This is an optimization exercise on Yosys and OpenROAD, whose aim is small area and a short achievable clock period, not a production implementation. At most, simulation tests tie the RTL to the original design; equivalence was not proved. Power and IR drop assume default switching activity.

ember:
==> flow/design.v (excerpt) <==
module chan_decim (
    input  wire        clk,
    input  wire        rst,         
    input  wire        bit_valid,
    input  wire        bit_in,
    output wire        out_valid,
    output wire [39:0] out_v
);
    reg rst_r, bv_r, b_r;
    always @(posedge clk) begin
        rst_r <= rst;
        bv_r  <= bit_valid & ~rst;
        b_r   <= bit_in;
    end
    wire        x_pre, x_valid;
    wire [22:0] x;
    cic5_dec32 u_cic (
        .clk(clk), .rst(rst_r),
        .bit_valid(bv_r), .bit_in(b_r),
        .x_pre(x_pre), .x_valid(x_valid), .x(x)
    );
    fir_iron_mac u_fir (
        .clk(clk), .rst(rst_r),
        .x_pre(x_pre), .x_valid(x_valid), .x(x),
        .v_valid(out_valid), .v(out_v)
    );
endmodule
clock: 12.0 ns
lec_check: 0
cap_margin: 20
core_margin: 2
core_utilization: 55
cts_cluster_diameter: 60
cts_cluster_size: 24
slew_margin: 20
standard.sh (not shown) runs the stock make flow with config.mk's settings and CLKGATE_MAP_FILE= SYNTH_SCRIPT=/design/flow/synth_recipe.tcl, a recipe that flattens the netlist after the stock synthesis.
==> flow/flow/run.sh <==
#!/bin/bash
# Standard layout (the standard.sh, standard synthesis unchanged) with
# timing repair aimed at a setup slack margin, so the resizer also works on
# paths that already meet the 12 ns clock. Output goes to flow_make.log.
set -euo pipefail
export SETUP_SLACK_MARGIN=8.6
bash standard.sh > flow_make.log 2>&1
The final layout from ember, which completed every stage, passed the timing, design-rule and antenna checks at the end of the flow.
> inputs changed (ember -> xenon)
Settings: a change of CORE_UTILIZATION from 55 to 82.
-- flow/flow/run.sh --
<<< ember, line 6
export SETUP_SLACK_MARGIN=8.6
>>> xenon, line 6
export SETUP_SLACK_MARGIN=8.3
--- outcome ---
As far as post-synthesis sequential area ratio goes, ember and xenon are indistinguishable; the numbers are identical.
Relative to ember, the cell count after placement measured on xenon has decreased by a little under 10%.
xenon vs ember: die span in x down in xenon
For count of standard-cell rows, dividing the value from xenon by the value from ember gives 0.821.
xenon vs. ember: chip height fell by 61 um; starting density of the core now sits higher.
[xenon vs ember] number of buffers inserted during clock tree synthesis: lower in xenon
Weighted congestion reported at the end of routability-driven placement delta for xenon relative to ember: 0.084 higher
xenon | ERROR | global routing
> inputs changed (xenon -> yarrow)
Settings: CORE_UTILIZATION now 55, was 82.
==> comparison <==
yarrow reached the final stage; the timing, design-rule and antenna checks on its layout passed.
For combined area of all synthesized cells, yarrow and xenon come out practically identical.
Row count (higher): yarrow
Diff xenon..yarrow | average size of a mapped cell | unchanged
Relative to xenon, yarrow improves HPWL after detailed placement.
On number of placed cells counting well taps: between xenon and yarrow, it ends up higher for yarrow.
Changes in nickel relative to yarrow:
Settings: CORE_UTILIZATION now 70, was 55.
### Flow results
Against yarrow, nickel comes in 15% lower on clock buffer count from CTS.
When nickel is measured against yarrow, its clock skew turns out 4.3 ps higher.
Worst-case setup margin in the final layout sits lower in nickel than in yarrow.
In nickel, the post-cts gate resize count came out about 1.8% below the value in yarrow.
Compared with yarrow, placement density in the core of nickel is higher.
Diff yarrow..nickel | xor-xnor portion of the synthesized cell area | negligible
yarrow -> nickel: final area decreased by a few percent
Any difference in register-to-register slack between nickel and yarrow is small enough to ignore.


== the reference run ==
Another version of the RTL of chan_decim (not shown whole).
For scale: roughly 5000 cells after synthesis, ~45 I/O pins, about 0.063 mm² of cells after synthesis.
export LEC_CHECK = 0
export CAP_MARGIN = 20
export CORE_MARGIN = 2
export CORE_UTILIZATION = 55
export CTS_CLUSTER_DIAMETER = 80
export CTS_CLUSTER_SIZE = 30
export SLEW_MARGIN = 20
create_clock -name core_clock -period 12.0 [get_ports {clk}]
run.sh (not shown) runs the stock make flow with config.mk's settings and CLKGATE_MAP_FILE= SYNTH_SCRIPT=/design/flow/synth_recipe.tcl, a recipe that flattens the netlist after the stock synthesis.
Stock flow here: none of the scripts above is used.
The reference run closes out successfully: all stages finished, all timing, DRC and antenna checks passed.
> inputs changed (the reference run -> the trial run)
# the reference run
export LEC_CHECK = 0
export CAP_MARGIN = 20
export CORE_MARGIN = 2
export CORE_UTILIZATION = 55
export CTS_CLUSTER_DIAMETER = 80
export CTS_CLUSTER_SIZE = 30
export SLEW_MARGIN = 20
create_clock -name core_clock -period 12.0 [get_ports {clk}]
# the trial run
export LEC_CHECK = 0
export CAP_MARGIN = 20
export CORE_MARGIN = 2
export CORE_UTILIZATION = 40
export SLEW_MARGIN = 20
create_clock -name core_clock -period 12.0 [get_ports {clk}]
--- outcome ---
The trial run vs the reference run — tap cell count rose 558. The trial run: setup slack higher than the reference run. The leakage power of the design reported for the trial run is greater than that of the reference run by about 6.6%.
Function was not checked in any run of this note: the RTL went through the layout flow alone.

[re-timing with driven ports]
Ports are ideal in the flow. The routed layouts listed here were re-timed in OpenROAD. Step 1 (the two cells are an assumption about what drives the block):
set clk [get_ports {clk}]
set_driving_cell -lib_cell sky130_fd_sc_hd__clkbuf_16 $clk
set_driving_cell -lib_cell sky130_fd_sc_hd__buf_2 [delete_from_list [all_inputs] $clk]
Step 2 moves the port delays by t, midway between the first and last clock arrival at a register: inputs arrive t later, outputs are due t later. That takes back most of the time a late clock gives input paths. Slacks: no drivers / after step 1 / after step 2; pairs: no drivers / after step 1.
run	t, ns	setup slack, ns	hold slack, ns	worst setup path at the end	cell pins on the clock port's net
ember	0.768	8.336 / 8.336 / 8.336	0.311 / 0.311 / 0.311	register to register	1
yarrow	0.794	8.279 / 8.279 / 8.279	0.313 / 0.313 / 0.313	register to register	1
nickel	0.772	8.269 / 8.269 / 8.269	0.321 / 0.321 / 0.321	register to register	1
the reference run	0.770	7.051 / 7.051 / 7.051	0.314 / 0.314 / 0.314	register to register	1
the trial run	0.854	7.174 / 7.174 / 7.174	0.280 / 0.280 / 0.280	register to register	1
After both steps every run listed still meets setup and hold.
